Source: an optimization exercise on an open RTL-to-GDS flow (aim: small area, a short achievable clock period and few clock cycles per item). Production flows keep margins and buffers that such runs may drop.
Function was checked by simulation only, so behaviour that the tests miss may differ from the original.
Power figures rest on the tool's default switching activity, not on a simulated workload.

--- config.mk ---
export PLATFORM = sky130hd
export DESIGN_NAME = ryunt_rs_dec
export DESIGN_NICKNAME = ryunt_rs_dec
export VERILOG_FILES = /design/flow/design.v
export SDC_FILE = /design/flow/constraint.sdc
export NUM_CORES = 4
export LEC_CHECK = 0
export CAP_MARGIN = 20
export CORE_MARGIN = 2
export CORE_UTILIZATION = 40
export SLEW_MARGIN = 20
--- constraint.sdc ---
create_clock -name core_clock -period 12.0 [get_ports {clk}]
set_input_delay 2.4000 -clock core_clock [delete_from_list [all_inputs] [get_ports {clk}]]
set_output_delay 2.4000 -clock core_clock [all_outputs]
set_load 0.01 [all_outputs]
--- design.v ---
module ryunt_rs_dec (
  input  wire       clk,
  input  wire       rst,         
  input  wire       in_valid,
  output wire       in_ready,
  input  wire [7:0] in_data,
  input  wire       in_erase,
  output wire       out_valid,
  output wire [7:0] out_data,
  output wire       out_last,
  output wire       out_fail,
  output wire [2:0] out_ncorr
);
  localparam [2:0] S_LOAD  = 3'd0,
                   S_BM    = 3'd1,
                   S_OMEGA = 3'd2,
                   S_CHIEN = 3'd3,
                   S_OUT   = 3'd4;
  function [7:0] gf_mul(input [7:0] a, input [7:0] b);
    integer i;
    reg [7:0] p, aa;
    begin
      p  = 8'h00;
      aa = a;
      for (i = 0; i < 8; i = i + 1) begin
        if (b[i]) p = p ^ aa;
        aa = {aa[6:0], 1'b0} ^ (aa[7] ? 8'h1d : 8'h00);
      end
      gf_mul = p;
    end
  endfunction
  function [7:0] gf_inv(input [7:0] a);
    case (a)
      8'h00: gf_inv = 8'h00;
      8'h01: gf_inv = 8'h01;
      8'h02: gf_inv = 8'h8e;
      8'h03: gf_inv = 8'hf4;
      8'h04: gf_inv = 8'h47;
      8'h05: gf_inv = 8'ha7;
      8'h06: gf_inv = 8'h7a;
      8'h07: gf_inv = 8'hba;
      8'h08: gf_inv = 8'had;
      8'h09: gf_inv = 8'h9d;
      8'h0a: gf_inv = 8'hdd;
      8'h0b: gf_inv = 8'h98;
      8'h0c: gf_inv = 8'h3d;
      8'h0d: gf_inv = 8'haa;
      8'h0e: gf_inv = 8'h5d;
      8'h0f: gf_inv = 8'h96;
      8'h10: gf_inv = 8'hd8;
      8'h11: gf_inv = 8'h72;
      8'h12: gf_inv = 8'hc0;
      8'h13: gf_inv = 8'h58;
      8'h14: gf_inv = 8'he0;
      8'h15: gf_inv = 8'h3e;
      8'h16: gf_inv = 8'h4c;
      8'h17: gf_inv = 8'h66;
      8'h18: gf_inv = 8'h90;
      8'h19: gf_inv = 8'hde;
      8'h1a: gf_inv = 8'h55;
      8'h1b: gf_inv = 8'h80;
      8'h1c: gf_inv = 8'ha0;
      8'h1d: gf_inv = 8'h83;
      8'h1e: gf_inv = 8'h4b;
      8'h1f: gf_inv = 8'h2a;
      8'h20: gf_inv = 8'h6c;
      8'h21: gf_inv = 8'hed;
      8'h22: gf_inv = 8'h39;
      8'h23: gf_inv = 8'h51;
      8'h24: gf_inv = 8'h60;
      8'h25: gf_inv = 8'h56;
      8'h26: gf_inv = 8'h2c;
      8'h27: gf_inv = 8'h8a;
      8'h28: gf_inv = 8'h70;
      8'h29: gf_inv = 8'hd0;
      8'h2a: gf_inv = 8'h1f;
      8'h2b: gf_inv = 8'h4a;
      8'h2c: gf_inv = 8'h26;
      8'h2d: gf_inv = 8'h8b;
      8'h2e: gf_inv = 8'h33;
      8'h2f: gf_inv = 8'h6e;
      8'h30: gf_inv = 8'h48;
      8'h31: gf_inv = 8'h89;
      8'h32: gf_inv = 8'h6f;
      8'h33: gf_inv = 8'h2e;
      8'h34: gf_inv = 8'ha4;
      8'h35: gf_inv = 8'hc3;
      8'h36: gf_inv = 8'h40;
      8'h37: gf_inv = 8'h5e;
      8'h38: gf_inv = 8'h50;
      8'h39: gf_inv = 8'h22;
      8'h3a: gf_inv = 8'hcf;
      8'h3b: gf_inv = 8'ha9;
      8'h3c: gf_inv = 8'hab;
      8'h3d: gf_inv = 8'h0c;
      8'h3e: gf_inv = 8'h15;
      8'h3f: gf_inv = 8'he1;
      8'h40: gf_inv = 8'h36;
      8'h41: gf_inv = 8'h5f;
      8'h42: gf_inv = 8'hf8;
      8'h43: gf_inv = 8'hd5;
      8'h44: gf_inv = 8'h92;
      8'h45: gf_inv = 8'h4e;
      8'h46: gf_inv = 8'ha6;
      8'h47: gf_inv = 8'h04;
      8'h48: gf_inv = 8'h30;
      8'h49: gf_inv = 8'h88;
      8'h4a: gf_inv = 8'h2b;
      8'h4b: gf_inv = 8'h1e;
      8'h4c: gf_inv = 8'h16;
      8'h4d: gf_inv = 8'h67;
      8'h4e: gf_inv = 8'h45;
      8'h4f: gf_inv = 8'h93;
      8'h50: gf_inv = 8'h38;
      8'h51: gf_inv = 8'h23;
      8'h52: gf_inv = 8'h68;
      8'h53: gf_inv = 8'h8c;
      8'h54: gf_inv = 8'h81;
      8'h55: gf_inv = 8'h1a;
      8'h56: gf_inv = 8'h25;
      8'h57: gf_inv = 8'h61;
      8'h58: gf_inv = 8'h13;
      8'h59: gf_inv = 8'hc1;
      8'h5a: gf_inv = 8'hcb;
      8'h5b: gf_inv = 8'h63;
      8'h5c: gf_inv = 8'h97;
      8'h5d: gf_inv = 8'h0e;
      8'h5e: gf_inv = 8'h37;
      8'h5f: gf_inv = 8'h41;
      8'h60: gf_inv = 8'h24;
      8'h61: gf_inv = 8'h57;
      8'h62: gf_inv = 8'hca;
      8'h63: gf_inv = 8'h5b;
      8'h64: gf_inv = 8'hb9;
      8'h65: gf_inv = 8'hc4;
      8'h66: gf_inv = 8'h17;
      8'h67: gf_inv = 8'h4d;
      8'h68: gf_inv = 8'h52;
      8'h69: gf_inv = 8'h8d;
      8'h6a: gf_inv = 8'hef;
      8'h6b: gf_inv = 8'hb3;
      8'h6c: gf_inv = 8'h20;
      8'h6d: gf_inv = 8'hec;
      8'h6e: gf_inv = 8'h2f;
      8'h6f: gf_inv = 8'h32;
      8'h70: gf_inv = 8'h28;
      8'h71: gf_inv = 8'hd1;
      8'h72: gf_inv = 8'h11;
      8'h73: gf_inv = 8'hd9;
      8'h74: gf_inv = 8'he9;
      8'h75: gf_inv = 8'hfb;
      8'h76: gf_inv = 8'hda;
      8'h77: gf_inv = 8'h79;
      8'h78: gf_inv = 8'hdb;
      8'h79: gf_inv = 8'h77;
      8'h7a: gf_inv = 8'h06;
      8'h7b: gf_inv = 8'hbb;
      8'h7c: gf_inv = 8'h84;
      8'h7d: gf_inv = 8'hcd;
      8'h7e: gf_inv = 8'hfe;
      8'h7f: gf_inv = 8'hfc;
      8'h80: gf_inv = 8'h1b;
      8'h81: gf_inv = 8'h54;
      8'h82: gf_inv = 8'ha1;
      8'h83: gf_inv = 8'h1d;
      8'h84: gf_inv = 8'h7c;
      8'h85: gf_inv = 8'hcc;
      8'h86: gf_inv = 8'he4;
      8'h87: gf_inv = 8'hb0;
      8'h88: gf_inv = 8'h49;
      8'h89: gf_inv = 8'h31;
      8'h8a: gf_inv = 8'h27;
      8'h8b: gf_inv = 8'h2d;
      8'h8c: gf_inv = 8'h53;
      8'h8d: gf_inv = 8'h69;
      8'h8e: gf_inv = 8'h02;
      8'h8f: gf_inv = 8'hf5;
      8'h90: gf_inv = 8'h18;
      8'h91: gf_inv = 8'hdf;
      8'h92: gf_inv = 8'h44;
      8'h93: gf_inv = 8'h4f;
      8'h94: gf_inv = 8'h9b;
      8'h95: gf_inv = 8'hbc;
      8'h96: gf_inv = 8'h0f;
      8'h97: gf_inv = 8'h5c;
      8'h98: gf_inv = 8'h0b;
      8'h99: gf_inv = 8'hdc;
      8'h9a: gf_inv = 8'hbd;
      8'h9b: gf_inv = 8'h94;
      8'h9c: gf_inv = 8'hac;
      8'h9d: gf_inv = 8'h09;
      8'h9e: gf_inv = 8'hc7;
      8'h9f: gf_inv = 8'ha2;
      8'ha0: gf_inv = 8'h1c;
      8'ha1: gf_inv = 8'h82;
      8'ha2: gf_inv = 8'h9f;
      8'ha3: gf_inv = 8'hc6;
      8'ha4: gf_inv = 8'h34;
      8'ha5: gf_inv = 8'hc2;
      8'ha6: gf_inv = 8'h46;
      8'ha7: gf_inv = 8'h05;
      8'ha8: gf_inv = 8'hce;
      8'ha9: gf_inv = 8'h3b;
      8'haa: gf_inv = 8'h0d;
      8'hab: gf_inv = 8'h3c;
      8'hac: gf_inv = 8'h9c;
      8'had: gf_inv = 8'h08;
      8'hae: gf_inv = 8'hbe;
      8'haf: gf_inv = 8'hb7;
      8'hb0: gf_inv = 8'h87;
      8'hb1: gf_inv = 8'he5;
      8'hb2: gf_inv = 8'hee;
      8'hb3: gf_inv = 8'h6b;
      8'hb4: gf_inv = 8'heb;
      8'hb5: gf_inv = 8'hf2;
      8'hb6: gf_inv = 8'hbf;
      8'hb7: gf_inv = 8'haf;
      8'hb8: gf_inv = 8'hc5;
      8'hb9: gf_inv = 8'h64;
      8'hba: gf_inv = 8'h07;
      8'hbb: gf_inv = 8'h7b;
      8'hbc: gf_inv = 8'h95;
      8'hbd: gf_inv = 8'h9a;
      8'hbe: gf_inv = 8'hae;
      8'hbf: gf_inv = 8'hb6;
      8'hc0: gf_inv = 8'h12;
      8'hc1: gf_inv = 8'h59;
      8'hc2: gf_inv = 8'ha5;
      8'hc3: gf_inv = 8'h35;
      8'hc4: gf_inv = 8'h65;
      8'hc5: gf_inv = 8'hb8;
      8'hc6: gf_inv = 8'ha3;
      8'hc7: gf_inv = 8'h9e;
      8'hc8: gf_inv = 8'hd2;
      8'hc9: gf_inv = 8'hf7;
      8'hca: gf_inv = 8'h62;
      8'hcb: gf_inv = 8'h5a;
      8'hcc: gf_inv = 8'h85;
      8'hcd: gf_inv = 8'h7d;
      8'hce: gf_inv = 8'ha8;
      8'hcf: gf_inv = 8'h3a;
      8'hd0: gf_inv = 8'h29;
      8'hd1: gf_inv = 8'h71;
      8'hd2: gf_inv = 8'hc8;
      8'hd3: gf_inv = 8'hf6;
      8'hd4: gf_inv = 8'hf9;
      8'hd5: gf_inv = 8'h43;
      8'hd6: gf_inv = 8'hd7;
      8'hd7: gf_inv = 8'hd6;
      8'hd8: gf_inv = 8'h10;
      8'hd9: gf_inv = 8'h73;
      8'hda: gf_inv = 8'h76;
      8'hdb: gf_inv = 8'h78;
      8'hdc: gf_inv = 8'h99;
      8'hdd: gf_inv = 8'h0a;
      8'hde: gf_inv = 8'h19;
      8'hdf: gf_inv = 8'h91;
      8'he0: gf_inv = 8'h14;
      8'he1: gf_inv = 8'h3f;
      8'he2: gf_inv = 8'he6;
      8'he3: gf_inv = 8'hf0;
      8'he4: gf_inv = 8'h86;
      8'he5: gf_inv = 8'hb1;
      8'he6: gf_inv = 8'he2;
      8'he7: gf_inv = 8'hf1;
      8'he8: gf_inv = 8'hfa;
      8'he9: gf_inv = 8'h74;
      8'hea: gf_inv = 8'hf3;
      8'heb: gf_inv = 8'hb4;
      8'hec: gf_inv = 8'h6d;
      8'hed: gf_inv = 8'h21;
      8'hee: gf_inv = 8'hb2;
      8'hef: gf_inv = 8'h6a;
      8'hf0: gf_inv = 8'he3;
      8'hf1: gf_inv = 8'he7;
      8'hf2: gf_inv = 8'hb5;
      8'hf3: gf_inv = 8'hea;
      8'hf4: gf_inv = 8'h03;
      8'hf5: gf_inv = 8'h8f;
      8'hf6: gf_inv = 8'hd3;
      8'hf7: gf_inv = 8'hc9;
      8'hf8: gf_inv = 8'h42;
      8'hf9: gf_inv = 8'hd4;
      8'hfa: gf_inv = 8'he8;
      8'hfb: gf_inv = 8'h75;
      8'hfc: gf_inv = 8'h7f;
      8'hfd: gf_inv = 8'hff;
      8'hfe: gf_inv = 8'h7e;
      8'hff: gf_inv = 8'hfd;
      default: gf_inv = 8'h00;
    endcase
  endfunction
  function [7:0] alpha_pow(input integer j);
    case (j)
      0: alpha_pow = 8'h01;
      1: alpha_pow = 8'h02;
      2: alpha_pow = 8'h04;
      3: alpha_pow = 8'h08;
      4: alpha_pow = 8'h10;
      5: alpha_pow = 8'h20;
      default: alpha_pow = 8'h40;
    endcase
  endfunction
  function [7:0] chien_start(input integer j);
    case (j)
      0: chien_start = 8'h01;
      1: chien_start = 8'hec;
      2: chien_start = 8'hfa;
      3: chien_start = 8'hce;
      4: chien_start = 8'hf3;
      5: chien_start = 8'h11;
      default: chien_start = 8'h8a;
    endcase
  endfunction
  localparam [7:0] ALPHA_133  = 8'h6d;    
  localparam [7:0] ALPHA_INV  = 8'h8e;    
  reg  [2:0] state;
  reg  [7:0] cnt;                  
  reg  [7:0] buf_q [0:127];        
  reg  [7:0] syn   [0:5];          
  reg  [7:0] xpos;                 
  reg  [2:0] ecnt;                 
  reg  [7:0] lam   [0:6];          
  reg  [7:0] bpol  [0:6];          
  reg  [3:0] blen;                 
  reg  [2:0] ldeg;                 
  reg  [7:0] lam_t [0:6];          
  reg  [7:0] om_t  [0:5];          
  reg  [2:0] nroot;                
  reg  [7:0] cpos  [0:5];          
  reg  [7:0] cval  [0:5];          
  reg  [2:0] ncorr;                
  reg        fail;
  integer j;
  integer ib, ic, io, ie, je;
  reg  [7:0] delta, delta_inv;
  reg  [7:0] lam_n [0:6];
  reg  [7:0] bpol_n[0:6];
  reg  [3:0] blen_n;
  wire [3:0] r_step = cnt[3:0];             
  always @* begin
    delta = 8'h00;
    for (ib = 0; ib < 6; ib = ib + 1)
      if (ib < r_step) delta = delta ^ gf_mul(lam[ib], syn[r_step - 4'd1 - ib[3:0]]);
    delta_inv = gf_inv(delta);
    blen_n = blen;
    for (ib = 0; ib < 7; ib = ib + 1) begin
      lam_n[ib]  = lam[ib] ^ gf_mul(delta, (ib == 0) ? 8'h00 : bpol[ib-1]);
      bpol_n[ib] = (ib == 0) ? 8'h00 : bpol[ib-1];
    end
    if (delta != 8'h00 && {blen, 1'b0} <= {1'b0, r_step} - 5'd1 + {2'b00, ecnt}) begin
      for (ib = 0; ib < 7; ib = ib + 1)
        bpol_n[ib] = gf_mul(delta_inv, lam[ib]);
      blen_n = r_step + {1'b0, ecnt} - blen;
    end
    if (delta == 8'h00) begin
      for (ib = 0; ib < 7; ib = ib + 1)
        lam_n[ib] = lam[ib];
    end
  end
  reg [7:0] lam_sum, om_sum, odd_sum, err_val;
  always @* begin
    lam_sum = 8'h00;
    odd_sum = 8'h00;
    om_sum  = 8'h00;
    for (ic = 0; ic < 7; ic = ic + 1) begin
      lam_sum = lam_sum ^ lam_t[ic];
      if (ic[0]) odd_sum = odd_sum ^ lam_t[ic];
    end
    for (ic = 0; ic < 6; ic = ic + 1)
      om_sum = om_sum ^ om_t[ic];
    err_val = gf_mul(om_sum, gf_inv(odd_sum));
  end
  reg [7:0] out_byte;
  always @* begin
    out_byte = buf_q[cnt[6:0]];
    if (!fail)
      for (io = 0; io < 6; io = io + 1)
        if (io < nroot && cpos[io] == cnt)
          out_byte = out_byte ^ cval[io];
  end
  assign in_ready  = (state == S_LOAD);
  assign out_valid = (state == S_OUT);
  assign out_data  = out_byte;
  assign out_last  = (state == S_OUT) && (cnt == 8'd127);
  assign out_fail  = fail;
  assign out_ncorr = fail ? 3'd0 : ncorr;
  reg [7:0] om_n [0:5];
  always @* begin
    for (je = 0; je < 6; je = je + 1) begin
      om_n[je] = 8'h00;
      for (ie = 0; ie < 6; ie = ie + 1)
        if (ie <= je) om_n[je] = om_n[je] ^ gf_mul(syn[ie], lam[je-ie]);
    end
  end
  always @(posedge clk) begin
    if (rst) begin
      state <= S_LOAD;
      cnt   <= 8'd0;
    end else begin
      case (state)
        S_LOAD: if (in_valid) begin
          if (cnt < 8'd128) buf_q[cnt[6:0]] <= in_data;
          for (j = 0; j < 6; j = j + 1)
            syn[j] <= ((cnt == 8'd0) ? 8'h00 : gf_mul(syn[j], alpha_pow(j))) ^ in_data;
          if (cnt == 8'd0) begin
            lam[0] <= 8'h01;
            for (j = 1; j < 7; j = j + 1)
              lam[j] <= (in_erase && j == 1) ? ALPHA_133 : 8'h00;
            ecnt <= in_erase ? 3'd1 : 3'd0;
            xpos <= gf_mul(ALPHA_133, ALPHA_INV);
          end else begin
            if (in_erase && ecnt != 3'd7) begin
              for (j = 1; j < 7; j = j + 1)
                lam[j] <= lam[j] ^ gf_mul(xpos, lam[j-1]);
              ecnt <= ecnt + 3'd1;
            end
            xpos <= gf_mul(xpos, ALPHA_INV);
          end
          if (cnt == 8'd133) begin
            state <= S_BM;
            cnt   <= 8'd0;
          end else begin
            cnt <= cnt + 8'd1;
          end
        end
        S_BM: begin
          if (cnt == 8'd0) begin
            for (j = 0; j < 7; j = j + 1) bpol[j] <= lam[j];
            blen <= {1'b0, ecnt};
          end else if ({1'b0, r_step} > {2'b00, ecnt}) begin
            for (j = 0; j < 7; j = j + 1) begin
              lam[j]  <= lam_n[j];
              bpol[j] <= bpol_n[j];
            end
            blen <= blen_n;
          end
          if (cnt == 8'd6) begin
            state <= S_OMEGA;
            cnt   <= 8'd0;
          end else begin
            cnt <= cnt + 8'd1;
          end
        end
        S_OMEGA: begin
          for (j = 0; j < 6; j = j + 1)
            om_t[j] <= gf_mul(om_n[j], chien_start(j));
          for (j = 0; j < 7; j = j + 1)
            lam_t[j] <= gf_mul(lam[j], chien_start(j));
          ldeg <= 3'd0;
          for (j = 1; j < 7; j = j + 1)
            if (lam[j] != 8'h00) ldeg <= j[2:0];
          nroot <= 3'd0;
          ncorr <= 3'd0;
          state <= S_CHIEN;
          cnt   <= 8'd0;
        end
        S_CHIEN: begin
          if (lam_sum == 8'h00 && nroot != 3'd7) begin
            if (nroot < 3'd6) begin
              cpos[nroot] <= cnt;
              cval[nroot] <= err_val;
            end
            nroot <= nroot + 3'd1;
            if (err_val != 8'h00) ncorr <= ncorr + 3'd1;
          end
          for (j = 0; j < 7; j = j + 1)
            lam_t[j] <= gf_mul(lam_t[j], alpha_pow(j));
          for (j = 0; j < 6; j = j + 1)
            om_t[j] <= gf_mul(om_t[j], alpha_pow(j));
          if (cnt == 8'd133) begin
            state <= S_OUT;
            cnt   <= 8'd0;
          end else begin
            cnt <= cnt + 8'd1;
          end
        end
        S_OUT: begin
          if (cnt == 8'd127) begin
            state <= S_LOAD;
            cnt   <= 8'd0;
          end else begin
            cnt <= cnt + 8'd1;
          end
        end
        default: begin
          state <= S_LOAD;
          cnt   <= 8'd0;
        end
      endcase
    end
  end
  wire [2:0] nroot_fin = (state == S_CHIEN && lam_sum == 8'h00 && nroot != 3'd7) ?
                         nroot + 3'd1 : nroot;
  always @(posedge clk) begin
    if (state == S_CHIEN && cnt == 8'd133)
      fail <= (ecnt == 3'd7) || (ldeg != nroot_fin) ||
              ({1'b0, ldeg, 1'b0} > 5'd6 + {2'b00, ecnt}) ||
              ({1'b0, ldeg} != blen);
  end
endmodule
--- run.sh ---
#!/bin/bash
# synth_recipe.tcl (not shown) runs the flow's synth.tcl, then flattens the netlist and writes it again
# the make line also repeats each setting of config.mk as NAME=value (left out here)
make -C /OpenROAD-flow-scripts/flow DESIGN_CONFIG=/design/flow/config.mk WORK_HOME=/design/flow/orfs CLKGATE_MAP_FILE= SYNTH_SCRIPT=/design/flow/synth_recipe.tcl finish
==> out/qor.yml <==
status: "finished clean"
yosysMostFrequentCell: "nand2_1"
synth.area.top_cells: "edfxtp_1, xnor2_1, nand2_1"
tightest_slew_ns: 1.27
grt_max_degree: 101
ios: 27
drtAntennaViolNets: 0
die_w_um: 519
register_area_um2: 42000
synth_nets: 10900
htreeDepth: 4
place_area_um2: 110000
ys_ff_latch: 1403
cpPeakStageDelay_ns: 0.84
multi_input_area_um2: 60400
cp.arrival_ns: 11.80
vdd_drop_max_v: 0.000525
crit_type: "reg -> reg"
viasPerCell: 6.08
worstHoldPathType: "reg -> reg"
drive_above_1_share_pct: 10.0
rsz0062_at_grt: "false"
postRouteWirelength_mm: 413
dieArea_um2: 269000
antenna_found_initial: 14
slew_violations: 0
grt_busiest_layer: "met2"
power_mw: 38.9
use_met3_pct: 6.22
synth_top_area_share_pct: 39.3
avgSynthCellArea_um2: 9.82
synthTopCellsByCount: "nand2_1, xnor2_1, edfxtp_1, nor2_1, xor2_1"
layout_min_cycle_time_ns: 11.16
gr-usage-met2_pct: 45.7
areaGrowthSynthToFinish_pct: 8.44
fin_setup_tns_ns: 0
synth_edf_count: 1385
hpwlAfterDp_mm: 274
yosysTopAreaCell: "edfxtp_1"
nets: 10500
ys.flop_type: "edfxtp_1"
vias: 85400
hold_viol_final: 0
numCtsBuffers: 144
clkLatencyLatePin_ns: 0.86
grt.total_usage_pct: 29.7
fin_worst_skew_ns: 0.0785
syn_inst: 10800
critPathBufInv: 3
num_rows: 188
tritoncts: "yes"
yosysSeqAreaShare_pct: 39.6
dr.pass1.iters: 9
grt_util_met1_pct: 39.5
clock-sinks: 1403
yosysWarnings: 9
crit_required_ns: 12.65
grt_pass1_wl_mm: 592
core-area_um2: 263000
clock_path_buffers: 3
die_h_um: 519
start_kind: "flop"
p_leak_nw: 37.3
slew_headroom_pct: 15.3
grt_remaining_overflow: 0
drc_errors: 0
cp_max_fo: 48
cts_setup_buffers: 0
ys_types: 112
clkTransAtPathRegs_ns: 0.06
numPortBuffers: 26
ctsResizeCount: 0
post-route-period-util_pct: 93.0
nFillCells: 24800
drv_cap: 0
setup_violations: 0
cts_hold_buffers: 0
max_freq_mhz: 89.6
cp_top_family: "XOR/XNOR gates"
drt_iter0_drc: 12700
gp_congestion: 0.992
wl_per_cell_um: 29.4
synthArstFlopShare_pct: 0
syn-cell-area_um2: 106000
p_per_area_nw_per_um2: 339
cp-end-kind: "flop"
initial_utilization_pct: 40.3
clockRootBuffer: "clkbuf_16"
slowest_stage: "xor3_2"
grt_pass1_vias: 81500
fin_area_um2: 115000
==> final cells by class <==
| class | instances | area share, % |
|---|---|---|
| inverters | 89 | 0.292 |
| clock buffers | 181 | 3.29 |
| well taps | 3515 | 3.83 |
| flip-flops and latches | 1403 | 36.5 |
| clock inverters | 77 | 0.731 |
| diodes | 10 | 0.0218 |
| repair buffers | 387 | 2.70 |
| multi-input cells | 8388 | 52.6 |
==> worst register-to-register path: cells and delay by family, from the launching register on <==
family | cells | cell delay [ns]
AOI/OAI and AO/OA | 8 | 2.99
and+or+nand+nor | 6 | 1.41
adders and majority gates | 2 | 0.92
DFF | 1 | 0.31
muxes | 1 | 0.52
buffers and inverters | 3 | 0.93
xor gates and xnor gates | 9 | 3.93
==> cell families after synthesis <==
kind of cell / count (synthesis) / share of synthesized area [%]
simple gates: 3423 / 13.1
xor+xnor: 2950 / 25.4
compound gates: 1515 / 9.30
flops: 1403 / 39.6
buf+inv: 996 / 3.75
mux: 427 / 8.05
fa+ha+maj: 73 / 0.888
==> per-stage QoR <==
step                cells  hold WS, ns  setup slack, ns  utilization [%]
floorplan           10800        0.424             1.16                -
global placement    13800        0.567             1.26             41.9
detailed placement  13800        0.574             1.22             41.9
CTS                 14000        0.588             1.19             43.7
global route        14000        0.624            0.590             43.7
finish              14100        0.591            0.841             43.7
==> sequential cells by signal, summed over array words and instances (netlist names), 4 cells and up, named ones only <==
signal,cells
cval,48
syn,48
lam_t,48
lam,48
cpos,48
bpol,48
cnt,8
om_t,48
xpos,8
blen,4
buf_q,1024
==> cells in the final DEF, fill, tap and decap left out, types with 21 or more instances in the layout <==
cell	count
nand2_1	2270
a21oi_1	354
o311ai_0	22
o21ai_1	22
xor2_1	601
clkinv_1	46
nor2_1	673
o22ai_1	95
nor2b_1	30
mux2i_1	67
nand4_1	21
a311oi_1	21
and2_1	30
nor3_1	98
a222oi_1	26
o31ai_1	22
a31oi_1	36
or3_1	21
xnor3_1	43
xnor2_1	2248
a22oi_1	145
inv_1	69
o21ai_0	398
a221oi_1	36
clkbuf_1	35
a211oi_1	56
mux2_2	21
nand3_1	120
clkbuf_16	145
nand2b_1	37
mux4_2	336
edfxtp_1	1385
o211ai_1	59
nor4_1	30
ha_1	67
buf_4	356
==> routing by layer <==
layer  vias to the layer above  part of all wire, %
li1                      36400                    -
met2                      5394                   44
met1                     42300                   39
met3                      1328                   11
met4                         6                  5.9
met5                         -                0.013
==> path summary, 6_finish.rpt <==
path,startpoint,end,slack [ns],depth (start not counted)
hold reg to reg,om_t[2][5],om_t[2][7],0.59,2
hold / removal,om_t[2][5],om_t[2][7],0.59,2
setup reg to reg,cnt[1],bpol[4][7],0.84,29
setup / recovery,cnt[1],bpol[4][7],0.84,29
==> power by group <==
part	total (mW)	switching (mW)	internal, mW
combinational	28.3	16.8	11.5
sequential	6.22	0.118	6.11
clock	4.41	2.04	2.37
total	38.9	19.0	19.9
Testbench counts, summed over its fixed seeds: cycles 646,400, items 1,600.

-- what the ideal ports hide --
Ports are ideal in the flow. The routed layout listed here was re-timed in OpenROAD. Step 1: set_driving_cell puts a clkbuf_16 on clk and a buf_2 on each other input, an assumption about the parent block. Step 2 adds t to the input delays and takes it off the output delays; t is the mean of the earliest and latest rising clock arrival at the registers after step 1. Input paths then give back, and output paths get back, about the clock's delay inside the block. Slacks: ideal ports / drivers / drivers and shift; pairs: ideal ports / drivers.
shift t [ns]: 0.930
setup WS [ns]: 0.841 / 0.841 / 0.841
worst hold slack (ns): 0.591 / 0.591 / 0.591
clock arrival spread, ns: 0.083 / 0.084
After both steps this run still meets setup and hold. The setup slack of this run moves by 0.000 ns with the drivers and by 0.000 ns with both steps.
